From an optimization exercise on the open Yosys and OpenROAD flow, aimed at small area, a short achievable clock period and few clock cycles per item; shortcuts taken in it are not production practice.
Where RTL was checked, it was by simulation tests only, not by an equivalence proof against the original.
Only the layout flow was run in run 2; the RTL was not checked for function there.

==> flow/config.mk <==
export PLATFORM = sky130hd
export DESIGN_NAME = rank_arm
export DESIGN_NICKNAME = rank_arm
export VERILOG_FILES = /design/flow/design.v
export SDC_FILE = /design/flow/constraint.sdc
export NUM_CORES = 4
export LEC_CHECK = 0
export CAP_MARGIN = 10
export CORE_MARGIN = 2
export CORE_UTILIZATION = 45
export PLACE_DENSITY = 0.65
export SLEW_MARGIN = 10
export TNS_END_PERCENT = 20
==> flow/standard.sh <==
#!/bin/bash
# synth_recipe.tcl (not shown) runs the flow's synth.tcl, then flattens the netlist and writes it again
# the make line also repeats each setting of config.mk as NAME=value (left out here)
make -C /OpenROAD-flow-scripts/flow DESIGN_CONFIG=/design/flow/config.mk WORK_HOME=/design/flow/orfs CLKGATE_MAP_FILE= SYNTH_SCRIPT=/design/flow/synth_recipe.tcl "${@:-finish}"
==> flow/constraint.sdc <==
create_clock -name core_clock -period 26.0 [get_ports {clk}]
set_input_delay 5.2000 -clock core_clock [delete_from_list [all_inputs] [get_ports {clk}]]
set_output_delay 5.2000 -clock core_clock [all_outputs]
set_load 0.01 [all_outputs]
==> flow/design.v <==
module rank_min #(
    parameter NCELL = 32,            
    parameter VW    = 12,
    parameter IW    = 5              
) (
    input  wire [NCELL*VW-1:0] volt,
    input  wire [NCELL-1:0]    mask,
    input  wire                dir,
    input  wire [NCELL/2-1:0]  gt1,          
    output wire                found,
    output wire [IW-1:0]       idx,
    output wire [VW-1:0]       vsel
);
    wire [NCELL-1:0]    val [0:IW];
    wire [NCELL*VW-1:0] vv  [0:IW];
    wire [NCELL*IW-1:0] ii  [0:IW];
    assign val[0] = mask;
    assign vv[0]  = volt;
    assign ii[0]  = {NCELL*IW{1'b0}};
    genvar l, n;
    generate
        for (l = 1; l <= IW; l = l + 1) begin : g_lvl
            for (n = 0; n < (NCELL >> l); n = n + 1) begin : g_node
                wire          av = val[l-1][2*n];
                wire          bv = val[l-1][2*n+1];
                wire [VW-1:0] a  = vv[l-1][(2*n)*VW +: VW];
                wire [VW-1:0] b  = vv[l-1][(2*n+1)*VW +: VW];
                wire [IW-1:0] ai = ii[l-1][(2*n)*IW +: IW];
                wire [IW-1:0] bi = ii[l-1][(2*n+1)*IW +: IW];
                wire          gt;
                if (l == 1) begin : g_g1
                    assign gt = gt1[n];
                end else begin : g_gn
                    rank_gt #(.W(VW)) u_gt (.a(a), .b(b), .gt(gt));
                end
                wire          pb = !av || (bv && (gt ^ dir));
                assign val[l][n] = av | bv;
                assign vv[l][n*VW +: VW] = pb ? b : a;
                if (l == 1) begin : g_i1
                    assign ii[l][n*IW +: IW] = {{(IW-1){1'b0}}, pb};
                end else begin : g_in
                    wire [IW-1:0] ci = pb ? bi : ai;
                    assign ii[l][n*IW +: IW] = {{(IW-l){1'b0}}, pb, ci[l-2:0]};
                end
            end
            if ((NCELL >> l) < NCELL) begin : g_pad
                assign val[l][NCELL-1:(NCELL>>l)] = {(NCELL-(NCELL>>l)){1'b0}};
                assign vv[l][NCELL*VW-1:(NCELL>>l)*VW] = {((NCELL-(NCELL>>l))*VW){1'b0}};
                assign ii[l][NCELL*IW-1:(NCELL>>l)*IW] = {((NCELL-(NCELL>>l))*IW){1'b0}};
            end
        end
    endgenerate
    assign found = val[IW][0];
    assign idx   = ii[IW][IW-1:0];
    assign vsel  = vv[IW][VW-1:0];
endmodule
module rank_gt #(
    parameter W = 12
) (
    input  wire [W-1:0] a,
    input  wire [W-1:0] b,
    output wire         gt
);
    assign gt = a > b;
endmodule
module rank_gap #(
    parameter W = 12
) (
    input  wire [W-1:0] x,
    input  wire [W-1:0] y,
    input  wire [W-1:0] band,
    output wire         gt
);
    localparam N = W + 2;
    localparam K = $clog2(N);
    wire [N-1:0] a = {2'b00, x};
    wire [N-1:0] b = ~{2'b00, y};
    wire [N-1:0] d = ~{2'b00, band};
    wire [N-1:0] s = a ^ b ^ d;
    wire [N-1:0] k = (a & b) | (a & d) | (b & d);
    wire [N-1:0] u = s;
    wire [N-1:0] v = {k[N-2:0], 1'b1};   
    wire [N-1:0] gg [0:K];
    wire [N-1:0] pp [0:K];
    assign gg[0] = u & v;
    assign pp[0] = u ^ v;
    genvar l, i;
    generate
        for (l = 1; l <= K; l = l + 1) begin : g_lvl
            for (i = 0; i < N; i = i + 1) begin : g_bit
                if (i >= (1 << (l-1))) begin : g_cmb
                    assign gg[l][i] = gg[l-1][i] | (pp[l-1][i] & gg[l-1][i-(1<<(l-1))]);
                    assign pp[l][i] = pp[l-1][i] & pp[l-1][i-(1<<(l-1))];
                end else begin : g_pas
                    assign gg[l][i] = gg[l-1][i];
                    assign pp[l][i] = pp[l-1][i];
                end
            end
        end
    endgenerate
    wire sign = pp[0][N-1] ^ gg[K][N-2];
    assign gt = !sign;
endmodule
module rank_sel #(
    parameter N  = 4,
    parameter VW = 12,
    parameter IW = 2                 
) (
    input  wire [N*VW-1:0] v,
    input  wire [N-1:0]    mask,
    input  wire            dir,
    output wire            found,
    output reg  [IW-1:0]   idx,
    output reg  [VW-1:0]   vsel,
    output wire [N-1:0]    win           
);
    wire [N*N-1:0] gt;
    genvar i, j;
    generate
        for (i = 0; i < N; i = i + 1) begin : g_i
            for (j = 0; j < N; j = j + 1) begin : g_j
                if (i < j) begin : g_cmp
                    rank_gt #(.W(VW)) u_gt (.a(v[i*VW +: VW]), .b(v[j*VW +: VW]),
                                            .gt(gt[i*N+j]));
                end else begin : g_none
                    assign gt[i*N+j] = 1'b0;
                end
            end
        end
    endgenerate
    reg [N-1:0] w;
    integer a, b;
    always @* begin
        for (a = 0; a < N; a = a + 1) begin
            w[a] = mask[a];
            for (b = 0; b < N; b = b + 1) begin
                if (b < a)           
                    w[a] = w[a] && !(mask[b] && (dir ? gt[b*N+a] : !gt[b*N+a]));
                else if (b > a)      
                    w[a] = w[a] && !(mask[b] && (dir ? !gt[a*N+b] : gt[a*N+b]));
            end
        end
    end
    always @* begin
        idx  = {IW{1'b0}};
        vsel = {VW{1'b0}};
        for (a = 0; a < N; a = a + 1) begin
            if (w[a]) idx = idx | a;
            vsel = vsel | ({VW{w[a]}} & v[a*VW +: VW]);
        end
    end
    assign found = |mask;
    assign win   = w;
endmodule
module rank_popcnt #(
    parameter N = 32,                
    parameter W = 6                  
) (
    input  wire [N-1:0] x,
    output wire [W-1:0] cnt
);
    wire [W-1:0] nd [0:2*N-2];
    genvar i;
    generate
        for (i = 0; i < N; i = i + 1) begin : g_leaf
            assign nd[N-1+i] = {{(W-1){1'b0}}, x[i]};
        end
        for (i = 0; i < N-1; i = i + 1) begin : g_node
            assign nd[i] = nd[2*i+1] + nd[2*i+2];
        end
    endgenerate
    assign cnt = nd[0];
endmodule
module rank_arm #(
    parameter NCELL = 32,            
    parameter VW    = 12             
) (
    input  wire                   clk,
    input  wire                   rst,           
    input  wire                   start,
    output wire                   ready,
    output wire                   done,
    input  wire                   active,        
    input  wire                   fb,            
    input  wire signed [7:0]      n_ins,         
    input  wire                   s_neg,         
    input  wire [NCELL*VW-1:0]    volt,          
    input  wire [NCELL-1:0]       byp,           
    input  wire [NCELL-1:0]       excl,          
    input  wire [VW-1:0]          band,          
    input  wire [6:0]             swap_limit,    
    input  wire [4:0]             dwell,         
    input  wire [7:0]             debt_bound,    
    output wire [2*NCELL-1:0]     pol,           
    output wire signed [7:0]      level,
    output wire signed [7:0]      debt,
    output reg  [5:0]             nsw,
    output reg  [4:0]             nswap,
    output wire [8:0]             discarded,   
    output wire                   fault
);
    localparam IW   = $clog2(NCELL);
    localparam NGRP = 4;
    localparam GW   = $clog2(NGRP);
    localparam GSZ  = NCELL / NGRP;
    localparam LW   = IW - GW;
    reg               busy;          
    reg [2*NCELL-1:0] pol_r;         
    reg [5*NCELL-1:0] pin_r;         
    reg               qn;            
    reg               cs_pos;        
    reg signed [7:0]  tgt;           
    reg [8:0]         disc;          
    reg [6:0]         npos, nneg;    
    reg [VW-1:0]      band_r;
    reg [6:0]         slim_r;
    reg [7:0]         bound_r;
    reg [NGRP-1:0]    gi_ok, go_ok;
    reg [NGRP*LW-1:0] gi_c, go_c;
    reg [NGRP*VW-1:0] gi_v, go_v;
    assign pol = pol_r;
    function [4:0] u_dec(input [4:0] u);
        u_dec = {u[3:0], u[4] ? (!u[0] && (u[3:1] != 3'd0)) : u[0]};
    endfunction
    reg [4:0] u_dw;
    always @* begin
        case (dwell)
            5'd1: u_dw = 5'b10000;
            5'd2: u_dw = 5'b01000;
            5'd3: u_dw = 5'b00100;
            5'd4: u_dw = 5'b00010;
            5'd5: u_dw = 5'b10001;
            5'd6: u_dw = 5'b11000;
            5'd7: u_dw = 5'b01100;
            5'd8: u_dw = 5'b00110;
            5'd9: u_dw = 5'b10011;
            5'd10: u_dw = 5'b01001;
            5'd11: u_dw = 5'b10100;
            5'd12: u_dw = 5'b01010;
            5'd13: u_dw = 5'b10101;
            5'd14: u_dw = 5'b11010;
            5'd15: u_dw = 5'b11101;
            5'd16: u_dw = 5'b11110;
            default: u_dw = 5'b00000;
        endcase
    end
    integer c;
    wire signed [7:0] cur_l = $signed({1'b0, npos}) - $signed({1'b0, nneg});
    wire signed [7:0] cur_d = tgt - cur_l;                          
    wire [6:0]        d_abs = cur_d[7] ? -cur_d[6:0] : cur_d[6:0];  
    assign level     = cur_l;
    assign debt      = cur_d;
    assign discarded = disc;
    assign fault     = ({1'b0, d_abs} > bound_r);
    wire          ci_ok, co_ok;
    wire [GW-1:0] ci_g, co_g;
    wire [VW-1:0] ci_v, co_v;
    wire [NGRP-1:0] ci_w, co_w;
    genvar g;
    rank_sel #(.N(NGRP), .VW(VW), .IW(GW)) u_fi (
        .v(gi_v), .mask(gi_ok), .dir(!cs_pos),
        .found(ci_ok), .idx(ci_g), .vsel(ci_v), .win(ci_w));
    rank_sel #(.N(NGRP), .VW(VW), .IW(GW)) u_fo (
        .v(go_v), .mask(go_ok), .dir(cs_pos),
        .found(co_ok), .idx(co_g), .vsel(co_v), .win(co_w));
    wire [IW-1:0] ci_c = {ci_g, gi_c[ci_g*LW +: LW]};
    wire [IW-1:0] co_c = {co_g, go_c[co_g*LW +: LW]};
    wire d_zero   = (cur_d == 8'sd0);
    wire need_pos = !d_zero && (cur_d[7] == qn);
    wire need_neg = !d_zero && (cur_d[7] != qn);
    wire [VW-1:0] gx = cs_pos ? co_v : ci_v;
    wire [VW-1:0] gy = cs_pos ? ci_v : co_v;
    wire          gap_ok;
    rank_gap #(.W(VW)) u_gap (.x(gx), .y(gy), .band(band_r), .gt(gap_ok));
    wire          swap_ok = ci_ok && co_ok && ({2'b00, nswap} < slim_r) && gap_ok;
    wire do_ins = busy && ((need_pos && ci_ok) || (d_zero && swap_ok));
    wire do_rem = busy && ((need_neg && co_ok) || (d_zero && swap_ok));
    assign done  = busy && !do_ins && !do_rem;
    assign ready = !busy || done;
    wire   acc   = ready && start;
    reg [NCELL-1:0] hit_i, hit_o;    
    always @* begin
        for (c = 0; c < NCELL; c = c + 1) begin
            hit_i[c] = do_ins && (ci_c == c);
            hit_o[c] = do_rem && (co_c == c);
        end
    end
    reg  [NCELL-1:0]  avail;
    wire [6:0]        nav;
    wire signed [7:0] dprev = fault ? 8'sd0 : cur_d;
    wire signed [9:0] raw   = n_ins + dprev;
    wire signed [7:0] ndprev = fault ? 8'sd0 : (cur_l - tgt);
    wire              raw_neg;
    rank_gt #(.W(8)) u_rawneg (.a({~ndprev[7], ndprev[6:0]}), .b({~n_ins[7], n_ins[6:0]}),
                               .gt(raw_neg));
    wire              a_qn = fb && raw_neg && (avail != {NCELL{1'b0}});
    reg signed [9:0]  a_r;
    reg [8:0]         a_disc;
    always @* begin
        if (raw > $signed({3'b000, nav})) begin
            a_r    = $signed({3'b000, nav});
            a_disc = raw - $signed({3'b000, nav});
        end else if (fb && raw < -$signed({3'b000, nav})) begin
            a_r    = -$signed({3'b000, nav});
            a_disc = -$signed({3'b000, nav}) - raw;
        end else if (!fb && raw[9]) begin
            a_r    = 10'sd0;
            a_disc = -raw;
        end else begin
            a_r    = raw;
            a_disc = 9'd0;
        end
    end
    always @* begin
        for (c = 0; c < NCELL; c = c + 1)
            avail[c] = !byp[c] && !excl[c];
    end
    rank_popcnt #(.N(NCELL), .W(7)) u_cnt_nav (.x(avail), .cnt(nav));
    reg [4:0]         a_pin  [0:NCELL-1];
    reg [NCELL-1:0]   a_unp;         
    reg [NCELL-1:0]   a_clr;         
    reg [NCELL-1:0]   a_sw;          
    reg [NCELL-1:0]   a_pos, a_neg;  
    wire [5:0]        a_nsw;
    wire [6:0]        a_npos, a_nneg;
    always @* begin
        for (c = 0; c < NCELL; c = c + 1) begin
            a_pin[c] = u_dec(pin_r[5*c +: 5]);
            a_unp[c] = (pin_r[5*c +: 4] == 4'd0);
            a_clr[c] = !byp[c] && pol_r[2*c] &&
                       (!active || (a_unp[c] &&
                                    (excl[c] || (pol_r[2*c+1] != a_qn))));
            a_sw[c]  = pol_r[2*c] && (byp[c] || a_clr[c]);
            a_pos[c] = pol_r[2*c] && !pol_r[2*c+1] && !byp[c] && !a_clr[c];
            a_neg[c] = pol_r[2*c] &&  pol_r[2*c+1] && !byp[c] && !a_clr[c];
        end
    end
    rank_popcnt #(.N(NCELL), .W(6)) u_cnt_sw  (.x(a_sw),  .cnt(a_nsw));
    rank_popcnt #(.N(NCELL), .W(7)) u_cnt_pos (.x(a_pos), .cnt(a_npos));
    rank_popcnt #(.N(NCELL), .W(7)) u_cnt_neg (.x(a_neg), .cnt(a_nneg));
    reg [NCELL-1:0] ins_mask, rem_mask;
    always @* begin
        for (c = 0; c < NCELL; c = c + 1) begin
            if (ready) begin
                ins_mask[c] = avail[c] && a_unp[c] && !pol_r[2*c];
                rem_mask[c] = avail[c] && a_unp[c] && pol_r[2*c] &&
                              (pol_r[2*c+1] == a_qn);
            end else begin
                ins_mask[c] = avail[c] && (pin_r[5*c +: 5] == 5'd0) &&
                              !pol_r[2*c] && (ci_c != c);
                rem_mask[c] = avail[c] && (pin_r[5*c +: 5] == 5'd0) &&
                              pol_r[2*c] && (pol_r[2*c+1] == qn) && (co_c != c);
            end
        end
    end
    wire s_cs_pos = ready ? (a_qn == s_neg) : cs_pos;
    wire [NCELL/2-1:0] gt1;
    generate
        for (g = 0; g < NCELL/2; g = g + 1) begin : g_l1
            rank_gt #(.W(VW)) u_gt (
                .a(volt[(2*g)*VW +: VW]), .b(volt[(2*g+1)*VW +: VW]), .gt(gt1[g]));
        end
    endgenerate
    wire [NGRP-1:0]    t_ins_ok, t_rem_ok;
    wire [NGRP*LW-1:0] t_ins_c, t_rem_c;
    wire [NGRP*VW-1:0] t_ins_v, t_rem_v;
    generate
        for (g = 0; g < NGRP; g = g + 1) begin : g_grp
            rank_min #(.NCELL(GSZ), .VW(VW), .IW(LW)) u_ins (
                .volt(volt[g*GSZ*VW +: GSZ*VW]), .mask(ins_mask[g*GSZ +: GSZ]),
                .dir(!s_cs_pos), .gt1(gt1[g*GSZ/2 +: GSZ/2]),
                .found(t_ins_ok[g]), .idx(t_ins_c[g*LW +: LW]), .vsel(t_ins_v[g*VW +: VW]));
            rank_min #(.NCELL(GSZ), .VW(VW), .IW(LW)) u_rem (
                .volt(volt[g*GSZ*VW +: GSZ*VW]), .mask(rem_mask[g*GSZ +: GSZ]),
                .dir(s_cs_pos), .gt1(gt1[g*GSZ/2 +: GSZ/2]),
                .found(t_rem_ok[g]), .idx(t_rem_c[g*LW +: LW]), .vsel(t_rem_v[g*VW +: VW]));
        end
    endgenerate
    always @(posedge clk) begin
        if (rst) begin
            busy    <= 1'b0;
            pol_r   <= {2*NCELL{1'b0}};
            pin_r   <= {5*NCELL{1'b0}};
            qn      <= 1'b0;
            cs_pos  <= 1'b1;
            tgt     <= 8'sd0;
            disc    <= 9'd0;
            npos    <= 7'd0;
            nneg    <= 7'd0;
            gi_ok   <= {NGRP{1'b0}};
            go_ok   <= {NGRP{1'b0}};
        end else begin
            for (c = 0; c < NGRP; c = c + 1) begin
                if (acc || do_ins || ci_g != c)
                    gi_ok[c] <= t_ins_ok[c];
                if (acc || do_rem || co_g != c)
                    go_ok[c] <= t_rem_ok[c];
            end
            if (acc) begin
                for (c = 0; c < NCELL; c = c + 1) begin
                    if (byp[c] || a_clr[c])
                        pol_r[2*c +: 2] <= 2'b00;
                    pin_r[5*c +: 5] <= byp[c] ? 5'd0 : a_clr[c] ? u_dw : a_pin[c];
                end
                busy    <= 1'b1;
                if (active) begin
                    qn     <= a_qn;
                    cs_pos <= (a_qn == s_neg);
                    tgt    <= a_r[7:0];
                    disc   <= a_disc;
                    npos   <= a_npos;
                    nneg   <= a_nneg;
                    gi_ok  <= t_ins_ok;
                    go_ok  <= t_rem_ok;
                end else begin
                    qn     <= 1'b0;
                    cs_pos <= 1'b1;
                    tgt    <= 8'sd0;
                    disc   <= 9'd0;
                    npos   <= 7'd0;
                    nneg   <= 7'd0;
                    gi_ok  <= {NGRP{1'b0}};
                    go_ok  <= {NGRP{1'b0}};
                end
            end else begin
                if (done)
                    busy <= 1'b0;
                for (c = 0; c < NCELL; c = c + 1) begin
                    if (hit_i[c])
                        pol_r[2*c +: 2] <= {qn, 1'b1};
                    if (hit_o[c])
                        pol_r[2*c +: 2] <= 2'b00;
                    if (hit_i[c] || hit_o[c])
                        pin_r[5*c +: 5] <= u_dw;
                end
                if (do_ins && !do_rem) begin
                    if (qn) nneg <= nneg + 7'd1;
                    else    npos <= npos + 7'd1;
                end else if (do_rem && !do_ins) begin
                    if (qn) nneg <= nneg - 7'd1;
                    else    npos <= npos - 7'd1;
                end
            end
        end
    end
    always @(posedge clk) begin
        for (c = 0; c < NGRP; c = c + 1) begin
            if (acc || do_ins || ci_g != c) begin
                gi_c[c*LW +: LW] <= t_ins_c[c*LW +: LW];
                gi_v[c*VW +: VW] <= t_ins_v[c*VW +: VW];
            end
            if (acc || do_rem || co_g != c) begin
                go_c[c*LW +: LW] <= t_rem_c[c*LW +: LW];
                go_v[c*VW +: VW] <= t_rem_v[c*VW +: VW];
            end
        end
        if (acc) begin
            nsw     <= a_nsw;
            nswap   <= 5'd0;
            band_r  <= band;
            slim_r  <= swap_limit;
            bound_r <= debt_bound;
        end else if (do_ins && do_rem) begin
            nsw   <= nsw + 6'd2;
            nswap <= nswap + 5'd1;
        end else if (do_ins || do_rem) begin
            nsw   <= nsw + 6'd1;
        end
    end
endmodule
==> flow/flow/run.sh <==
#!/bin/bash
set -euo pipefail
export BUFFER_PORTS_ARGS="-buffer_cell sky130_fd_sc_hd__buf_1"
export SETUP_SLACK_MARGIN=13
bash standard.sh > standard.log 2>&1
==> results of run 1 <==
-- area by class of cell --
| type | instances | area, sq um | share of cell area |
|---|---|---|---|
| Sequential cell | 424 | 10000 | 0.155 |
| Timing Repair Buffer | 871 | 4820 | 0.0747 |
| Tap cell | 1625 | 2030 | 0.0315 |
| Antenna cell | 21 | 52.6 | 0.000815 |
| Multi-Input combinational cell | 5152 | 42600 | 0.660 |
| Clock buffer | 83 | 1650 | 0.0255 |
| Clock inverter | 20 | 209 | 0.00324 |
| Inverter | 833 | 3140 | 0.0487 |
-- worst max path at each step --
stage	endpoint	slack, ns	start	depth (start not counted)
2_1_floorplan	go_v[36]	13.33	excl[1]	43
3_5_place_dp	gi_v[24]	10.43	byp[16]	37
3_3_place_gp	gi_v[24]	10.62	byp[16]	37
5_1_grt	gi_v[2]	12.87	npos[0]	66
6_report	gi_v[9]	13.17	excl[26]	40
4_1_cts	go_v[24]	12.88	nneg[0]	69
-- cells by family after synthesis --
group / after synthesis
buffers and inverters: 1097
and+or+nand+nor: 1655
AOI/OAI and AO/OA: 1641
muxes: 790
adders and majority gates: 872
xor gates and xnor gates: 188
DFF: 424
-- registers in the layout, indices dropped and copies added (netlist names) --
register,cells
pol_r,64
go_ok,4
go_v,48
tgt,8
pin_r,160
gi_ok,4
gi_v,48
disc,9
band_r,12
nneg,7
bound_r,8
go_c,12
cs_pos,1
nsw,6
busy,1
nswap,5
npos,7
slim_r,7
gi_c,12
qn,1
-- cell usage after synthesis (20+ instances only) --
| library cell | instances | area share |
|---|---|---|
| o211ai_1 | 81 | 0.011 |
| o21ai_1 | 36 | 0.0032 |
| a21o_1 | 205 | 0.028 |
| nand2b_1 | 108 | 0.012 |
| nor4_1 | 36 | 0.0041 |
| or4_1 | 42 | 0.0057 |
| o311ai_0 | 36 | 0.0057 |
| buf_2 | 47 | 0.0042 |
| o21a_1 | 41 | 0.0055 |
| nand2_1 | 201 | 0.014 |
| a21oi_1 | 327 | 0.029 |
| dfxtp_1 | 271 | 0.098 |
| nor3_1 | 130 | 0.012 |
| edfxtp_1 | 153 | 0.083 |
| ha_1 | 756 | 0.17 |
| mux2i_1 | 589 | 0.11 |
| clkbuf_1 | 144 | 0.0097 |
| a31oi_1 | 139 | 0.016 |
| a221oi_1 | 26 | 0.0041 |
| nand3_1 | 124 | 0.011 |
| buf_6 | 24 | 0.0049 |
| o22ai_1 | 40 | 0.0045 |
| and2_1 | 34 | 0.0038 |
| xnor2_1 | 102 | 0.016 |
| xor2_1 | 85 | 0.013 |
| nand4_1 | 174 | 0.020 |
| nor2_1 | 556 | 0.038 |
| or2_2 | 25 | 0.0028 |
| or3_1 | 25 | 0.0028 |
| nor2b_1 | 105 | 0.012 |
| buf_4 | 37 | 0.0050 |
| o21ai_0 | 345 | 0.031 |
| o31ai_1 | 20 | 0.0027 |
| a211oi_1 | 116 | 0.016 |
| inv_1 | 825 | 0.056 |
| fa_1 | 116 | 0.042 |
| mux2_2 | 181 | 0.037 |
-- per-stage QoR --
stage                     instance area (sq um)
after floorplan                           55600
after global placement                    59000
after detailed placement                  59000
after CTS                                 62300
after global routing                      64500
final                                     64500
-- layer usage --
metal / track usage / wire [um]
met5: 0 / 232
met4: 0.198 / 15100
met3: 0.0674 / 22200
met2: 0.564 / 105000
met1: 0.437 / 91800
-- worst register-to-register path, delay by kind of cell, from the launching register on --
family                   cells  cell delay [ns]
XOR/XNOR                     6             1.21
buffers and inverters       14             1.96
AO/OA/AOI/OAI               23             3.61
flip-flops                   1             0.35
AND/OR/NAND/NOR             14             2.42
multiplexers                 3             0.89
adder cells (fa/ha/maj)      7             1.94
-- what timing repair did --
action | in CTS | in global routing
pin swaps | 24 | 42
buffers inserted | 79 | 141
cloned | 4 | 7
gates resized for setup | 117 | 181
endpoints found under the setup margin | 137 | 150
==> impl_metrics.py, run 1 <==
metrics = {
    "die": {
        "coreArea_sq_um": 122000,
        "die-area_sq_um": 126000,
        "ioPinCount": 597,
        "fp.dieH_um": 356,
        "initial_core_util": 0.455,
        "fp.dieW_um": 356,
        "rows": 128,
    },
    "clock_tree": {
        "cts_buffer_depth": 3,
        "holdBufCountCts": 0,
        "clk_latency_ns": 0.69,
        "cts.sinks": 424,
        "cts_made_buffers": 55,
        "clk_pin_slew_ns": 0.06,
        "root_buffer": "clkbuf_16",
        "cts_tree": "done",
        "cts_max_level": 2,
    },
    "setup_path": {
        "slowest_stage": "nor4_2",
        "crit_required_ns": 26.41,
        "critPathKind": "input pin to register",
        "path_delay_family": "simple AND/OR/NAND/NOR gates",
        "r2r-start": "npos[0]",
        "r2r_setup_slack_ns": 13.35,
        "start_kind": "input pin",
        "critPathArrivalTime_ns": 13.24,
        "path_buf_inv": 11,
        "path_max_fanout": 9,
        "timing.critical_path.mode_cell": "buf_4",
        "max_stage_delay_ns": 0.39,
        "cp-end-kind": "register",
        "r2r_cells": 67,
        "rr_endpoint": "gi_v[9]",
    },
    "detailed_routing": {
        "routed_wl_um": 235000,
        "drt_iter0_drc": 5778,
        "drc": 0,
        "drtAntennaViolNets": 0,
        "via_per_inst": 6.17,
        "dr.pass1.iters": 6,
        "vias": 55690,
        "wl_per_cell_um": 26.0,
    },
    "place": {
        "pre_cts_ws_ns": 10.43,
        "io_buffers": 596,
        "hpwl_um": 183000,
        "gp_congestion": 1.01,
        "placed_cells": 8674,
    },
    "cells_and_area": {
        "drive_above_1_share": 0.115,
        "final_util": 0.528,
        "final_nets": 8703,
        "area_delta_synth_final_pct": 16.0,
        "n_fill_cell": 11626,
        "layout.cells.non_filler": 9029,
        "final_common_cell": "inv_1",
        "final_cell_mix": "822 x inv_1, 753 x ha_1, 584 x buf_1",
    },
    "synth": {
        "synth_top_flop_cell": "dfxtp_1",
        "syn_avg_cell_area_sq_um": 8.34,
        "synth_top_family_by_area": "adder cells",
        "ys_async_sr_fraction": 0,
        "synth-seq-cells": 424,
        "ys_warn_count": 7,
        "synth_compound_area_frac": 0.198,
        "syn_nets": 8033,
        "synth_area_sq_um": 55600,
        "synth_xor_area_frac": 0.0300,
        "synth_edf_count": 153,
        "synth_mux_area_frac": 0.147,
        "syn_inst": 6667,
        "ys_seq_area_frac": 0.180,
        "yosysUniqueCellTypes": 119,
        "synthAdderAreaFrac": 0.212,
        "yosys.area_share.simple": 0.152,
    },
    "worst_hold_path": {
        "holdCritPathClass": "register to register",
        "hp-start": "disc[1]",
        "holdPathStages": 2,
        "hold_end": "disc[1]",
    },
    "sta": {
        "hold_viol": 0,
        "max_slew.worst_pin.slew_ns": 1.28,
        "period_share": 0.493,
        "fin_crit_ns": 12.83,
        "report.final.setup_viol": 0,
        "rsz0062_at_grt": "yes",
        "maxSlewViolCount": 0,
        "setup_ws_ns": 13.17,
        "tns_ns": 0,
        "finalClockSkew_ns": 0.0329,
        "slew_headroom": 0.139,
        "max_freq_ghz": 0.0779,
        "timing.hold.ws_ns": 0.461,
    },
    "grt": {
        "grtUsageTotal": 0.350,
        "antenna_found_initial": 30,
        "grt_pass1_wl_um": 335000,
        "gr-total-overflow": 0,
        "grt_max_degree": 88,
        "grt_pass1_vias": 52310,
    },
    "outcome": {
        "status": "finished clean",
    },
    "job": {
        "cap_violations": 0,
    },
}
Testbench counts, summed over its fixed seeds: cycles 10,467, ticks 3,200.
==> run 2, diff against run 1 <==
--- a/flow/design.v
+++ b/flow/design.v
@@ -62,5 +62,28 @@
     output wire         gt
 );
-    assign gt = a > b;
+    localparam K = $clog2(W);
+    wire [W-1:0] g [0:K];
+    wire [W-1:0] p [0:K];
+    assign g[0] = a & ~b;
+    assign p[0] = a | ~b;
+    genvar k, j;
+    generate
+        for (k = 1; k <= K; k = k + 1) begin : g_lvl
+            localparam NIN = (W + (1 << (k-1)) - 1) >> (k-1);
+            for (j = 0; j < W; j = j + 1) begin : g_grp
+                if (2*j+1 < NIN) begin : g_two
+                    assign g[k][j] = g[k-1][2*j+1] | (p[k-1][2*j+1] & g[k-1][2*j]);
+                    assign p[k][j] = p[k-1][2*j+1] & p[k-1][2*j];
+                end else if (2*j < NIN) begin : g_one
+                    assign g[k][j] = g[k-1][2*j];
+                    assign p[k][j] = p[k-1][2*j];
+                end else begin : g_none
+                    assign g[k][j] = 1'b0;
+                    assign p[k][j] = 1'b0;
+                end
+            end
+        end
+    endgenerate
+    assign gt = g[K][0];
 endmodule
 module rank_gap #(
@@ -195,7 +218,7 @@
     output wire signed [7:0]      level,
     output wire signed [7:0]      debt,
-    output reg  [5:0]             nsw,
+    output wire [5:0]             nsw,
     output reg  [4:0]             nswap,
-    output wire [8:0]             discarded,   
+    output wire [8:0]             discarded,
     output wire                   fault
 );
@@ -210,6 +233,6 @@
     reg               qn;            
     reg               cs_pos;        
+    reg signed [9:0]  raw_r;         
     reg signed [7:0]  tgt;           
-    reg [8:0]         disc;          
     reg [6:0]         npos, nneg;    
     reg [VW-1:0]      band_r;
@@ -246,4 +269,6 @@
     end
     integer c;
+    wire signed [9:0] disc_d = raw_r - tgt;
+    wire [8:0]        disc   = disc_d[9] ? -disc_d[8:0] : disc_d[8:0];
     wire signed [7:0] cur_l = $signed({1'b0, npos}) - $signed({1'b0, nneg});
     wire signed [7:0] cur_d = tgt - cur_l;                          
@@ -274,7 +299,8 @@
     rank_gap #(.W(VW)) u_gap (.x(gx), .y(gy), .band(band_r), .gt(gap_ok));
     wire          swap_ok = ci_ok && co_ok && ({2'b00, nswap} < slim_r) && gap_ok;
-    wire do_ins = busy && ((need_pos && ci_ok) || (d_zero && swap_ok));
-    wire do_rem = busy && ((need_neg && co_ok) || (d_zero && swap_ok));
-    assign done  = busy && !do_ins && !do_rem;
+    reg  stale;
+    wire do_ins = busy && !stale && ((need_pos && ci_ok) || (d_zero && swap_ok));
+    wire do_rem = busy && !stale && ((need_neg && co_ok) || (d_zero && swap_ok));
+    assign done  = busy && !stale && !do_ins && !do_rem;
     assign ready = !busy || done;
     wire   acc   = ready && start;
@@ -295,21 +321,9 @@
                                .gt(raw_neg));
     wire              a_qn = fb && raw_neg && (avail != {NCELL{1'b0}});
-    reg signed [9:0]  a_r;
-    reg [8:0]         a_disc;
-    always @* begin
-        if (raw > $signed({3'b000, nav})) begin
-            a_r    = $signed({3'b000, nav});
-            a_disc = raw - $signed({3'b000, nav});
-        end else if (fb && raw < -$signed({3'b000, nav})) begin
-            a_r    = -$signed({3'b000, nav});
-            a_disc = -$signed({3'b000, nav}) - raw;
-        end else if (!fb && raw[9]) begin
-            a_r    = 10'sd0;
-            a_disc = -raw;
-        end else begin
-            a_r    = raw;
-            a_disc = 9'd0;
-        end
-    end
+    wire              p_qn = fb && n_ins[7];
+    wire signed [9:0] nav_s = $signed({3'b000, nav});
+    wire signed [9:0] a_r   = (raw > nav_s)                ? nav_s :
+                              (fb && raw < -nav_s)         ? -nav_s :
+                              (!fb && raw[9])              ? 10'sd0 : raw;
     always @* begin
         for (c = 0; c < NCELL; c = c + 1)
@@ -320,8 +334,6 @@
     reg [NCELL-1:0]   a_unp;         
     reg [NCELL-1:0]   a_clr;         
-    reg [NCELL-1:0]   a_sw;          
-    reg [NCELL-1:0]   a_pos, a_neg;  
-    wire [5:0]        a_nsw;
-    wire [6:0]        a_npos, a_nneg;
+    reg [NCELL-1:0]   a_p0, a_px, a_n0, a_nx;
+    wire [6:0]        c_p0, c_px, c_n0, c_nx;
     always @* begin
         for (c = 0; c < NCELL; c = c + 1) begin
@@ -331,12 +343,19 @@
                        (!active || (a_unp[c] &&
                                     (excl[c] || (pol_r[2*c+1] != a_qn))));
-            a_sw[c]  = pol_r[2*c] && (byp[c] || a_clr[c]);
-            a_pos[c] = pol_r[2*c] && !pol_r[2*c+1] && !byp[c] && !a_clr[c];
-            a_neg[c] = pol_r[2*c] &&  pol_r[2*c+1] && !byp[c] && !a_clr[c];
+            a_p0[c]  = pol_r[2*c] && !pol_r[2*c+1] && !byp[c] && !a_unp[c];
+            a_px[c]  = pol_r[2*c] && !pol_r[2*c+1] && !byp[c] && a_unp[c] && !excl[c];
+            a_n0[c]  = pol_r[2*c] &&  pol_r[2*c+1] && !byp[c] && !a_unp[c];
+            a_nx[c]  = pol_r[2*c] &&  pol_r[2*c+1] && !byp[c] && a_unp[c] && !excl[c];
         end
     end
-    rank_popcnt #(.N(NCELL), .W(6)) u_cnt_sw  (.x(a_sw),  .cnt(a_nsw));
-    rank_popcnt #(.N(NCELL), .W(7)) u_cnt_pos (.x(a_pos), .cnt(a_npos));
-    rank_popcnt #(.N(NCELL), .W(7)) u_cnt_neg (.x(a_neg), .cnt(a_nneg));
+    reg  [5:0] nz0;
+    reg  [4:0] nins;
+    assign nsw = nz0 - npos[5:0] - nneg[5:0] + {nins, 1'b0};
+    rank_popcnt #(.N(NCELL), .W(7)) u_cnt_p0 (.x(a_p0), .cnt(c_p0));
+    rank_popcnt #(.N(NCELL), .W(7)) u_cnt_px (.x(a_px), .cnt(c_px));
+    rank_popcnt #(.N(NCELL), .W(7)) u_cnt_n0 (.x(a_n0), .cnt(c_n0));
+    rank_popcnt #(.N(NCELL), .W(7)) u_cnt_nx (.x(a_nx), .cnt(c_nx));
+    wire [6:0] a_npos = c_p0 + (a_qn ? 7'd0 : c_px);
+    wire [6:0] a_nneg = c_n0 + (a_qn ? c_nx : 7'd0);
     reg [NCELL-1:0] ins_mask, rem_mask;
     always @* begin
@@ -345,14 +364,15 @@
                 ins_mask[c] = avail[c] && a_unp[c] && !pol_r[2*c];
                 rem_mask[c] = avail[c] && a_unp[c] && pol_r[2*c] &&
-                              (pol_r[2*c+1] == a_qn);
+                              (pol_r[2*c+1] == p_qn);
             end else begin
                 ins_mask[c] = avail[c] && (pin_r[5*c +: 5] == 5'd0) &&
-                              !pol_r[2*c] && (ci_c != c);
+                              !pol_r[2*c] && (stale || ci_c != c);
                 rem_mask[c] = avail[c] && (pin_r[5*c +: 5] == 5'd0) &&
-                              pol_r[2*c] && (pol_r[2*c+1] == qn) && (co_c != c);
+                              pol_r[2*c] && (pol_r[2*c+1] == qn) &&
+                              (stale || co_c != c);
             end
         end
     end
-    wire s_cs_pos = ready ? (a_qn == s_neg) : cs_pos;
+    wire s_cs_pos = ready ? (p_qn == s_neg) : cs_pos;
     wire [NCELL/2-1:0] gt1;
     generate
@@ -380,10 +400,11 @@
         if (rst) begin
             busy    <= 1'b0;
+            stale   <= 1'b0;
             pol_r   <= {2*NCELL{1'b0}};
             pin_r   <= {5*NCELL{1'b0}};
             qn      <= 1'b0;
             cs_pos  <= 1'b1;
+            raw_r   <= 10'sd0;
             tgt     <= 8'sd0;
-            disc    <= 9'd0;
             npos    <= 7'd0;
             nneg    <= 7'd0;
@@ -392,7 +413,7 @@
         end else begin
             for (c = 0; c < NGRP; c = c + 1) begin
-                if (acc || do_ins || ci_g != c)
+                if (acc || stale || do_ins || ci_g != c)
                     gi_ok[c] <= t_ins_ok[c];
-                if (acc || do_rem || co_g != c)
+                if (acc || stale || do_rem || co_g != c)
                     go_ok[c] <= t_rem_ok[c];
             end
@@ -404,9 +425,10 @@
                 end
                 busy    <= 1'b1;
+                stale   <= active && (a_qn != p_qn);
                 if (active) begin
                     qn     <= a_qn;
                     cs_pos <= (a_qn == s_neg);
+                    raw_r  <= raw;
                     tgt    <= a_r[7:0];
-                    disc   <= a_disc;
                     npos   <= a_npos;
                     nneg   <= a_nneg;
@@ -416,6 +438,6 @@
                     qn     <= 1'b0;
                     cs_pos <= 1'b1;
+                    raw_r  <= 10'sd0;
                     tgt    <= 8'sd0;
-                    disc   <= 9'd0;
                     npos   <= 7'd0;
                     nneg   <= 7'd0;
@@ -424,4 +446,5 @@
                 end
             end else begin
+                stale <= 1'b0;
                 if (done)
                     busy <= 1'b0;
@@ -446,9 +469,9 @@
     always @(posedge clk) begin
         for (c = 0; c < NGRP; c = c + 1) begin
-            if (acc || do_ins || ci_g != c) begin
+            if (acc || stale || do_ins || ci_g != c) begin
                 gi_c[c*LW +: LW] <= t_ins_c[c*LW +: LW];
                 gi_v[c*VW +: VW] <= t_ins_v[c*VW +: VW];
             end
-            if (acc || do_rem || co_g != c) begin
+            if (acc || stale || do_rem || co_g != c) begin
                 go_c[c*LW +: LW] <= t_rem_c[c*LW +: LW];
                 go_v[c*VW +: VW] <= t_rem_v[c*VW +: VW];
@@ -456,14 +479,15 @@
         end
         if (acc) begin
-            nsw     <= a_nsw;
+            nz0     <= npos[5:0] + nneg[5:0];
+            nins    <= 5'd0;
             nswap   <= 5'd0;
             band_r  <= band;
             slim_r  <= swap_limit;
             bound_r <= debt_bound;
-        end else if (do_ins && do_rem) begin
-            nsw   <= nsw + 6'd2;
-            nswap <= nswap + 5'd1;
-        end else if (do_ins || do_rem) begin
-            nsw   <= nsw + 6'd1;
+        end else begin
+            if (do_ins)
+                nins  <= nins + 5'd1;
+            if (do_ins && do_rem)
+                nswap <= nswap + 5'd1;
         end
     end
==> flow/flow/run.sh (replaced) <==
#!/bin/bash
set -euo pipefail
export BUFFER_PORTS_ARGS="-buffer_cell sky130_fd_sc_hd__buf_1"
export SETUP_SLACK_MARGIN=13.5
bash standard.sh > standard.log 2>&1
==> run 2 against run 1 <==
Net effect:
- clock skew up 0.015 ns
- utilization down 0.69 points
- area after synthesis down 1.6%
- still clean
- largest cell class unchanged
- count of clock-buffer cells in the layout down 3
- routed wire length up 11%
- via count up 9.1%
==> impl_metrics.py, run 2 <==
metrics = {
    "outcome": {
        "status": "finished clean",
    },
    "detailed_routing": {
        "drtAntennaViolNets": 0,
        "dr.pass1.iters": 8,
        "drt_iter0_drc": 7526,
        "vias": 60754,
        "wl_per_cell_um": 28.0,
        "drc": 0,
        "routed_wl_um": 261000,
        "via_per_inst": 6.53,
    },
    "cells_and_area": {
        "largest-register": "pin_r",
        "final_common_cell": "nor2_1",
        "final_cell_mix": "710 x nor2_1, 585 x buf_1, 578 x inv_1",
        "final_nets": 8436,
        "final_cell_area_sq_um": 62700,
        "drive_above_1_share": 0.109,
        "area_delta_synth_final_pct": 14.5,
        "final_util": 0.521,
        "reg.largest.list": "pin_r: 160 flops, pol_r: 64 flops",
        "largest_reg_flops": 160,
    },
    "die": {
        "fp.dieW_um": 353,
        "initial_core_util": 0.455,
        "fp.dieH_um": 353,
        "rows": 127,
        "coreArea_sq_um": 120000,
        "ioPinCount": 597,
        "die-area_sq_um": 124000,
    },
    "setup_path": {
        "rr_endpoint": "go_v[18]",
        "max_stage_delay_ns": 0.42,
        "critPathArrivalTime_ns": 12.84,
        "start_kind": "input pin",
        "path_buf_inv": 3,
        "slowest_stage": "maj3_1",
        "path_max_fanout": 12,
        "critPathKind": "input pin to register",
        "timing.critical_path.mode_cell": "maj3_1",
        "r2r_cells": 42,
        "path_delay_family": "adder cells",
        "cp-end-kind": "register",
        "worst-path-stages": 30,
        "crit_required_ns": 26.42,
        "r2r-start": "go_v[24]",
        "r2r_setup_slack_ns": 13.70,
    },
    "place": {
        "hpwl_um": 204000,
        "pre_cts_ws_ns": 11.45,
        "dpl-instance-area_sq_um": 58400,
        "io_buffers": 596,
        "gp_congestion": 1.09,
    },
    "sta": {
        "slew_headroom": 0.0891,
        "setup_ws_ns": 13.58,
        "tns_ns": 0,
        "fin_crit_ns": 12.42,
        "timing.hold.ws_ns": 0.458,
        "report.final.setup_viol": 0,
        "max_slew.worst_pin.slew_ns": 1.35,
        "hold_viol": 0,
        "period_share": 0.478,
        "maxSlewViolCount": 0,
        "rsz0062_at_grt": "yes",
        "finalClockSkew_ns": 0.0475,
        "max_freq_ghz": 0.0805,
    },
    "worst_hold_path": {
        "holdPathStages": 2,
        "holdCritPathClass": "register to register",
        "hp-start": "raw_r[7]",
        "hold_end": "raw_r[7]",
    },
    "synth": {
        "yosysTopAreaCell": "dfxtp_1",
        "synth_top_area_frac": 0.101,
        "synth_area_leaders": "dfxtp_1 10%, edfxtp_1 8.4%, mux2i_1 6.9%, fa_1 5.5%, nor2_1 4.9%",
        "synth-seq-cells": 430,
        "ys_warn_count": 8,
        "yosysUniqueCellTypes": 138,
        "syn_avg_cell_area_sq_um": 7.73,
        "syn_nets": 7882,
        "yosysMostFrequentCell": "nor2_1",
        "ys_async_sr_fraction": 0,
        "synth_common_cells": "721 x nor2_1, 578 x inv_1, 513 x nand2_1",
        "synth_top_flop_cell": "dfxtp_1",
        "ys_seq_area_frac": 0.185,
        "syn_inst": 7078,
        "synth_edf_count": 153,
        "synth_area_sq_um": 54700,
    },
    "clock_tree": {
        "root_buffer": "clkbuf_16",
        "cts_max_level": 2,
        "cts_tree": "done",
        "cts_made_buffers": 54,
        "cts.sinks": 430,
        "cts_buffer_depth": 3,
        "clk_pin_slew_ns": 0.06,
        "holdBufCountCts": 0,
        "clk_latency_ns": 0.68,
    },
    "grt": {
        "antenna_found_initial": 24,
        "grt_pass1_wl_um": 373000,
        "grtUsageTotal": 0.395,
        "grt_pass1_vias": 55776,
        "grt_max_degree": 83,
        "gr-total-overflow": 0,
    },
    "job": {
        "cap_violations": 0,
    },
}
run 2: metal layers:
layer	wire, um	up-vias	GRT usage
met5	94	-	0
met4	16300	16	0.205
met3	27600	808	0.0870
met2	115000	3628	0.628
met1	102000	29104	0.500
li1	-	27198	-
run 2: worst max-delay path by stage:
stage               slack, ns      start        to
floorplan               13.51  volt[264]  gi_v[32]
global route            13.30   excl[27]    tgt[1]
finish                  13.58  volt[264]  gi_v[31]
detailed placement      11.45   go_v[14]  gi_v[11]
CTS                     13.38  volt[264]  gi_v[33]
global placement        11.35   gi_v[21]  go_v[18]
run 2: repair_timing:
item                                    4_1_cts  5_1_grt
pin swaps                                    13       56
endpoints found under the setup margin      128      128
gates cloned                                  1        7
resized for setup                            71      201
buffers inserted                             45       67
run 2: stage by stage:
step                      cells
after global routing       9290
after floorplan            7078
after global placement     9065
after detailed placement   9068
after CTS                  9210
final                      9297
run 2: logic make-up after synthesis:
kind of cell,share of synthesized area
XOR/XNOR,0.0345
flip-flops,0.185
AND/OR/NAND/NOR,0.195
adder cells (fa/ha/maj),0.123
multiplexers,0.112
buffers and inverters,0.0683
AO/OA/AOI/OAI,0.283
run 2: layout make-up:
class	instances	area, sq um
sequential	430	10100
tap	1612	2020
fill	11784	57600
antenna	13	32.5
multi-input combinational	5746	42200
timing repair buffer	809	4190
inverter	591	2230
clock inverter	16	209
clock buffer	80	1600
run 2: worst register-to-register path: cells and delay by family (launching register included):
kind,cells,cell delay (ns)
AO/OA/AOI/OAI,17,4.53
AND/OR/NAND/NOR,11,2.72
adder cells (fa/ha/maj),5,1.94
multiplexers,4,1.37
buffers and inverters,5,0.97
flip-flops,1,0.52
==> run 3, diff against run 2 <==
--- a/flow/design.v
+++ b/flow/design.v
@@ -176,4 +176,13 @@
     assign win   = w;
 endmodule
+module rank_gtf #(
+    parameter W = 8
+) (
+    input  wire [W-1:0] a,
+    input  wire [W-1:0] b,
+    output wire         gt
+);
+    assign gt = a > b;
+endmodule
 module rank_popcnt #(
     parameter N = 32,                
@@ -318,5 +327,5 @@
     wire signed [7:0] ndprev = fault ? 8'sd0 : (cur_l - tgt);
     wire              raw_neg;
-    rank_gt #(.W(8)) u_rawneg (.a({~ndprev[7], ndprev[6:0]}), .b({~n_ins[7], n_ins[6:0]}),
+    rank_gtf #(.W(8)) u_rawneg (.a({~ndprev[7], ndprev[6:0]}), .b({~n_ins[7], n_ins[6:0]}),
                                .gt(raw_neg));
     wire              a_qn = fb && raw_neg && (avail != {NCELL{1'b0}});
@@ -334,6 +343,6 @@
     reg [NCELL-1:0]   a_unp;         
     reg [NCELL-1:0]   a_clr;         
-    reg [NCELL-1:0]   a_p0, a_px, a_n0, a_nx;
-    wire [6:0]        c_p0, c_px, c_n0, c_nx;
+    reg [NCELL-1:0]   a_pos, a_neg;  
+    wire [6:0]        a_npos, a_nneg;
     always @* begin
         for (c = 0; c < NCELL; c = c + 1) begin
@@ -343,8 +352,6 @@
                        (!active || (a_unp[c] &&
                                     (excl[c] || (pol_r[2*c+1] != a_qn))));
-            a_p0[c]  = pol_r[2*c] && !pol_r[2*c+1] && !byp[c] && !a_unp[c];
-            a_px[c]  = pol_r[2*c] && !pol_r[2*c+1] && !byp[c] && a_unp[c] && !excl[c];
-            a_n0[c]  = pol_r[2*c] &&  pol_r[2*c+1] && !byp[c] && !a_unp[c];
-            a_nx[c]  = pol_r[2*c] &&  pol_r[2*c+1] && !byp[c] && a_unp[c] && !excl[c];
+            a_pos[c] = pol_r[2*c] && !pol_r[2*c+1] && !byp[c] && !a_clr[c];
+            a_neg[c] = pol_r[2*c] &&  pol_r[2*c+1] && !byp[c] && !a_clr[c];
         end
     end
@@ -352,10 +359,6 @@
     reg  [4:0] nins;
     assign nsw = nz0 - npos[5:0] - nneg[5:0] + {nins, 1'b0};
-    rank_popcnt #(.N(NCELL), .W(7)) u_cnt_p0 (.x(a_p0), .cnt(c_p0));
-    rank_popcnt #(.N(NCELL), .W(7)) u_cnt_px (.x(a_px), .cnt(c_px));
-    rank_popcnt #(.N(NCELL), .W(7)) u_cnt_n0 (.x(a_n0), .cnt(c_n0));
-    rank_popcnt #(.N(NCELL), .W(7)) u_cnt_nx (.x(a_nx), .cnt(c_nx));
-    wire [6:0] a_npos = c_p0 + (a_qn ? 7'd0 : c_px);
-    wire [6:0] a_nneg = c_n0 + (a_qn ? c_nx : 7'd0);
+    rank_popcnt #(.N(NCELL), .W(7)) u_cnt_pos (.x(a_pos), .cnt(a_npos));
+    rank_popcnt #(.N(NCELL), .W(7)) u_cnt_neg (.x(a_neg), .cnt(a_nneg));
     reg [NCELL-1:0] ins_mask, rem_mask;
     always @* begin
==> run 3 against run 2 <==
Net effect:
- sequential cell count unchanged
- sequential share of layout area up 0.81 points
- maximum frequency about the same
- area after synthesis down 5.5%
- first-iteration DRC count up 3.4%
==> impl_metrics.py, run 3 <==
metrics = {
    "setup_path": {
        "start_kind": "register",
        "r2r_cells": 45,
        "rr_endpoint": "gi_v[25]",
        "r2r_setup_slack_ns": 13.65,
        "path_max_fanout": 53,
        "critPathKind": "register to output pin",
        "critPathArrivalTime_ns": 7.22,
        "r2r-start": "gi_v[38]",
        "cp-end-kind": "output pin",
        "crit_required_ns": 20.80,
    },
    "grt": {
        "gr-total-overflow": 0,
        "grt_pass1_vias": 53059,
        "grt_max_degree": 174,
        "grtUsageTotal": 0.401,
        "grt_pass1_wl_um": 354000,
        "antenna_found_initial": 27,
    },
    "sta": {
        "finalClockSkew_ns": 0.0222,
        "period_share": 0.478,
        "hold_viol": 0,
        "maxSlewViolCount": 0,
        "report.final.setup_viol": 0,
        "rsz0062_at_grt": "yes",
        "max_slew.worst_pin.slew_ns": 1.36,
        "max_freq_ghz": 0.0805,
        "tns_ns": 0,
        "slew_headroom": 0.0845,
        "fin_crit_ns": 12.42,
    },
    "synth": {
        "syn_inst": 6810,
        "yosysUniqueCellTypes": 130,
        "synth_compound_area_frac": 0.281,
        "synth_area_sq_um": 51700,
        "ys_async_sr_fraction": 0,
        "synth_xor_area_frac": 0.0360,
        "ys_warn_count": 7,
        "ys_seq_area_frac": 0.196,
        "yosysTopAreaCell": "dfxtp_1",
        "synth_mux_area_frac": 0.107,
        "synthAdderAreaFrac": 0.103,
        "synth_top_family_by_area": "compound AO/OA/AOI/OAI gates",
        "synth_area_leaders": "dfxtp_1 11%, edfxtp_1 8.9%, mux2i_1 6.9%, nor2_1 5.0%, o21ai_0 4.8%",
        "synth-seq-cells": 430,
        "syn_avg_cell_area_sq_um": 7.59,
        "synth_top_flop_cell": "dfxtp_1",
        "synth_common_cells": "693 x nor2_1, 569 x inv_1, 499 x nand2_1",
        "yosys.area_share.simple": 0.211,
        "synth_edf_count": 153,
        "synth_top_area_frac": 0.107,
        "syn_nets": 7546,
        "yosysMostFrequentCell": "nor2_1",
    },
    "die": {
        "fp.dieH_um": 343,
        "coreArea_sq_um": 114000,
        "fp.dieW_um": 343,
        "rows": 124,
        "ioPinCount": 597,
        "die-area_sq_um": 118000,
        "initial_core_util": 0.453,
    },
    "detailed_routing": {
        "via_per_inst": 6.54,
        "drc": 0,
        "dr.pass1.iters": 10,
        "wl_per_cell_um": 27.8,
        "drtAntennaViolNets": 0,
        "vias": 58797,
        "drt_iter0_drc": 7781,
        "routed_wl_um": 250000,
    },
    "outcome": {
        "status": "finished clean",
    },
    "clock_tree": {
        "cts_tree": "done",
        "root_buffer": "clkbuf_16",
        "clk_pin_slew_ns": 0.06,
        "cts.sinks": 430,
        "cts_max_level": 2,
        "cts_made_buffers": 53,
        "clk_latency_ns": 0.69,
        "cts_buffer_depth": 3,
    },
    "worst_hold_path": {
        "holdPathStages": 2,
        "hold_end": "raw_r[0]",
        "hp-start": "raw_r[0]",
        "holdCritPathClass": "register to register",
    },
    "cells_and_area": {
        "multiInputGateArea_sq_um": 39400,
        "final_cell_mix": "676 x nor2_1, 592 x buf_1, 565 x inv_1",
        "area_delta_synth_final_pct": 15.5,
        "largest_reg_flops": 160,
        "final_nets": 8158,
        "final_common_cell": "nor2_1",
        "reg.largest.list": "pin_r: 160 flops, pol_r: 64 flops",
        "drive_above_1_share": 0.108,
        "largest-register": "pin_r",
        "n_fill_cell": 11279,
        "regArea_sq_um": 10200,
    },
    "place": {
        "hpwl_um": 196000,
        "io_buffers": 596,
        "gp_congestion": 1.10,
    },
    "job": {
        "cap_violations": 0,
    },
}
==> run 3: cell count changes after synthesis, sizes merged, moves of 24 or more <==
| cell | previous run | this run |
|---|---|---|
| or3 | 60 | 27 |
| nor3 | 166 | 116 |
| mux2i | 382 | 356 |
| o21ai | 482 | 542 |
| and2 | 46 | 70 |
| nor2 | 727 | 698 |
| o211ai | 203 | 169 |
| nand2b | 192 | 159 |
| nand3b | 11 | 38 |
| nand3 | 142 | 270 |
| a31oi | 66 | 113 |
| o32a | 1 | 32 |
| fa | 150 | 100 |
| a22oi | 206 | 51 |
==> run 3: timing repair <==
item                                    in CTS  in global routing
setup buffers                               46                 93
hold buffers                                 0                  0
endpoints found under the setup margin     131                138
resized for setup                           75                181
cloned                                       4                  8
pin swaps                                   21                 42
endpoints found under the hold margin        0                  0
==> run 3: logic make-up (layout without fill, tap and decap cells) <==
family,Yosys count,in the layout
compound gates,2148,2152
xor+xnor,212,212
fa+ha+maj,393,393
buf+inv,849,1497
flops,430,430
mux,529,529
other cells,0,14
simple gates,2249,2254
==> run 3: layer usage <==
layer  track usage  part of all wire
met5             0           0.00052
met4         0.252             0.076
met3        0.0838              0.11
met2         0.619              0.43
met1         0.511              0.38
==> run 3: worst max-delay path, stage by stage (launching register included) <==
cell and delay, ns:
edfxtp_1 0.72, or3b_1 0.40, o2111ai_1 0.10, a21oi_1 0.09, o2bb2ai_1 0.56, o21bai_1 0.21, a2111oi_2 0.49, and2_4 0.31
buf_4 0.30, a222oi_1 0.15, a31oi_1 0.28, fa_1 0.45, ha_1 0.32, a21oi_1 0.15, a21oi_1 0.12, o211ai_1 0.33
a221oi_4 0.14, o211ai_1 0.30, nand4_1 0.16, and2_4 0.21, inv_2 0.10, buf_12 0.29, buf_1 0.31
==> run 3: how the worst max path moves through the flow <==
| stage | slack (ns) | cells past startpoint | startpoint | endpoint |
|---|---|---|---|---|
| 4_1_cts | 13.43 | 30 | volt[0] | gi_v[3] |
| 5_1_grt | 13.42 | 61 | npos[0] | npos[4] |
| 2_1_floorplan | 13.51 | 28 | volt[336] | go_v[43] |
| 6_report | 13.58 | 22 | gi_v[38] | ready |
| 3_3_place_gp | 11.72 | 40 | cs_pos | gi_v[3] |
| 3_5_place_dp | 11.62 | 40 | cs_pos | gi_v[12] |
==> run 3: final cells by class <==
cell class	count	share of cell area
Antenna cell	14	0.000586
Clock buffer	74	0.0257
Clock inverter	26	0.00683
Inverter	575	0.0363
Multi-Input combinational cell	5540	0.660
Sequential cell	430	0.170
Tap cell	1512	0.0317
Timing Repair Buffer	822	0.0695
==> run 3: metrics by stage <==
step	hold slack, ns	cell area (sq um)	setup slack (ns)	util	instances
floorplan	0.432	51700	13.51	-	6810
global placement	0.442	55400	11.72	0.485	8728
detailed placement	0.447	55400	11.62	0.485	8728
CTS	0.455	58100	13.43	0.509	8878
global route	0.484	59700	13.42	0.523	8989
finish	0.453	59700	13.58	0.523	8993
Testbench counts of run 3, summed over its fixed seeds: cycles 10,468, ticks 3,200.
==> run 4, diff against run 3 <==
--- a/flow/config.mk
+++ b/flow/config.mk
@@ -6,8 +6,8 @@
 export NUM_CORES = 4
 export LEC_CHECK = 0
-export CAP_MARGIN = 10
+export CAP_MARGIN = 2
 export CORE_MARGIN = 2
-export CORE_UTILIZATION = 45
-export PLACE_DENSITY = 0.65
-export SLEW_MARGIN = 10
+export CORE_UTILIZATION = 52
+export PLACE_DENSITY = 0.7
+export SLEW_MARGIN = 2
 export TNS_END_PERCENT = 20
==> run 4 against run 3 <==
Net effect:
- worst hold slack improved by 0.0079 ns
- critical path depth increased by 10
- sequential share of layout area increased by 0.18 points
- count of clock-buffer cells in the layout unchanged
==> impl_metrics.py, run 4 <==
metrics = {
    "outcome": {
        "status": "finished clean",
    },
    "cells_and_area": {
        "n_fill_cell": 9210,
        "largest_reg_flops": 160,
        "final_cell_mix": "673 x nor2_1, 594 x buf_1, 566 x inv_1",
        "final_util": 0.601,
        "drive_above_1_share": 0.102,
        "final_common_cell": "nor2_1",
        "largest-register": "pin_r",
        "reg.largest.list": "pin_r: 160 flops, pol_r: 64 flops",
        "multiInputGateArea_sq_um": 39400,
        "final_nets": 8123,
        "area_delta_synth_final_pct": 14.3,
        "regArea_sq_um": 10200,
    },
    "synth": {
        "synth_common_cells": "693 x nor2_1, 569 x inv_1, 499 x nand2_1",
        "synth_top_flop_cell": "dfxtp_1",
        "synth_top_area_frac": 0.107,
        "synth_area_sq_um": 51700,
        "synth_edf_count": 153,
        "syn_inst": 6810,
        "ys_async_sr_fraction": 0,
        "syn_avg_cell_area_sq_um": 7.59,
        "yosysUniqueCellTypes": 130,
        "yosysMostFrequentCell": "nor2_1",
        "yosysTopAreaCell": "dfxtp_1",
        "synth_area_leaders": "dfxtp_1 11%, edfxtp_1 8.9%, mux2i_1 6.9%, nor2_1 5.0%, o21ai_0 4.8%",
        "syn_nets": 7546,
        "ys_warn_count": 7,
        "synth-seq-cells": 430,
        "ys_seq_area_frac": 0.196,
    },
    "sta": {
        "period_share": 0.478,
        "rsz0062_at_grt": "yes",
        "report.final.setup_viol": 0,
        "timing.hold.ws_ns": 0.461,
        "maxSlewViolCount": 0,
        "max_slew.worst_pin.slew_ns": 1.25,
        "tns_ns": 0,
        "fin_crit_ns": 12.43,
        "finalClockSkew_ns": 0.0420,
        "hold_viol": 0,
        "slew_headroom": 0.159,
        "max_freq_ghz": 0.0805,
    },
    "place": {
        "io_buffers": 596,
        "gp_congestion": 1.06,
        "hpwl_um": 183000,
    },
    "setup_path": {
        "max_stage_delay_ns": 0.48,
        "path_delay_family": "compound AO/OA/AOI/OAI gates",
        "critPathArrivalTime_ns": 12.82,
        "r2r-start": "go_v[37]",
        "critPathKind": "input pin to register",
        "r2r_cells": 45,
        "slowest_stage": "a2111oi_2",
        "crit_required_ns": 26.39,
        "timing.critical_path.mode_cell": "maj3_1",
        "path_max_fanout": 14,
        "path_buf_inv": 4,
        "cp-end-kind": "register",
        "start_kind": "input pin",
        "r2r_setup_slack_ns": 13.69,
        "rr_endpoint": "go_v[41]",
    },
    "clock_tree": {
        "root_buffer": "clkbuf_16",
        "holdBufCountCts": 0,
        "clk_latency_ns": 0.68,
        "cts_max_level": 2,
        "cts.sinks": 430,
        "clk_pin_slew_ns": 0.06,
        "cts_made_buffers": 54,
        "cts_tree": "done",
        "cts_buffer_depth": 3,
    },
    "detailed_routing": {
        "vias": 58835,
        "routed_wl_um": 234000,
        "drtAntennaViolNets": 0,
        "wl_per_cell_um": 26.8,
        "drc": 0,
        "via_per_inst": 6.74,
        "dr.pass1.iters": 10,
        "drt_iter0_drc": 7485,
    },
    "worst_hold_path": {
        "holdPathStages": 2,
        "hold_end": "raw_r[4]",
        "hp-start": "raw_r[4]",
        "holdCritPathClass": "register to register",
    },
    "die": {
        "initial_core_util": 0.525,
        "rows": 115,
        "coreArea_sq_um": 98400,
        "fp.dieH_um": 319,
        "ioPinCount": 597,
        "die-area_sq_um": 102000,
        "fp.dieW_um": 319,
    },
    "grt": {
        "gr-total-overflow": 0,
        "grt_pass1_wl_um": 337000,
        "grtUsageTotal": 0.433,
        "grt_pass1_vias": 52349,
        "antenna_found_initial": 14,
        "grt_max_degree": 88,
    },
    "job": {
        "cap_violations": 0,
    },
}
## run 4: worst min-delay path, delay by kind of cell (launching register included)
family             cells  cell delay [ns]
DFF                    1             0.31
and+or+nand+nor        1             0.05
AOI/OAI and AO/OA      1             0.05
## run 4: cell type report
| class | instances | share of cell area |
|---|---|---|
| inverter | 575 | 0.0366 |
| antenna | 13 | 0.000550 |
| timing repair buffer | 789 | 0.0672 |
| clock buffer | 74 | 0.0262 |
| tap | 1287 | 0.0272 |
| sequential | 430 | 0.172 |
| clock inverter | 25 | 0.00444 |
| multi-input combinational | 5537 | 0.666 |
## run 4: stage by stage
step                worst slack (ns)  std cells  instance area, sq um
floorplan                      13.51       6810                 51700
global placement               11.73       8505                 55100
detailed placement             11.56       8505                 55100
CTS                            13.34       8641                 57500
global route                   13.36       8727                 59100
finish                         13.57       8730                 59100
## run 4: worst max-delay path by stage
stage / cells after the start / to / from / slack (ns)
global route: 32 / tgt[1] / excl[27] / 13.36
floorplan: 28 / go_v[43] / volt[336] / 13.51
global placement: 30 / gi_c[10] / volt[312] / 11.73
CTS: 30 / go_v[40] / volt[372] / 13.34
finish: 32 / gi_v[26] / volt[192] / 13.57
detailed placement: 30 / gi_v[38] / volt[312] / 11.56
## run 4: per-layer routing
layer  up-vias  track usage  part of all wire
met5         -     0.000946           0.00017
li1      26326            -                 -
met2      3825        0.653              0.42
met1     27827        0.555              0.38
met3       851        0.101              0.12
met4         6        0.277             0.076
## run 4: kinds of logic (layout without fill, tap and decap cells)
group	count (synthesis)	in the layout	share of synthesized area
AO/OA/AOI/OAI	2148	2152	0.281
flip-flops	430	430	0.196
buffers and inverters	849	1463	0.0661
AND/OR/NAND/NOR	2249	2251	0.211
XOR/XNOR	212	212	0.0360
other	0	13	0
multiplexers	529	529	0.107
adder cells (fa/ha/maj)	393	393	0.103
## run 4: timing repair
item	4_1_cts	5_1_grt
gates resized for setup	52	208
endpoints found under the hold margin	0	0
pin swaps	14	46
endpoints found under the setup margin	135	138
buffers inserted	37	67
cloned	0	9

port drivers added, routing unchanged:
No port has a modelled driver above. Below, the same layouts with a new extraction and two added sets of constraints.
Step 1 assumes that a clkbuf_16 drives the clock port and a buf_2 every other input.
Step 2 also shifts input and output timing later by t, the mid clock arrival at the registers, as if the neighbouring blocks saw the same clock.
a / b / c = ideal ports / drivers / drivers and shift; a / b = the first two.
| run | t, ns | setup WS [ns] | worst setup path at the end | worst data-port slew with drivers (ns) | pins driven straight from the clock port |
|---|---|---|---|---|---|
| run 1 | 0.745 | 13.169 / 13.138 / 12.393 | input to register | 0.23 | 1 |
| run 2 | 0.734 | 13.576 / 13.635 / 12.902 | input to register | 0.19 | 1 |
| run 3 | 0.754 | 13.582 / 13.502 / 12.888 | input to register | 0.23 | 1 |
| run 4 | 0.743 | 13.572 / 13.628 / 12.885 | input to register | 0.14 | 1 |
After both steps setup and hold are still met in every run listed. The setup slack of run 1, which loses most, moves by -0.031 ns with the drivers and by -0.776 ns with both steps.
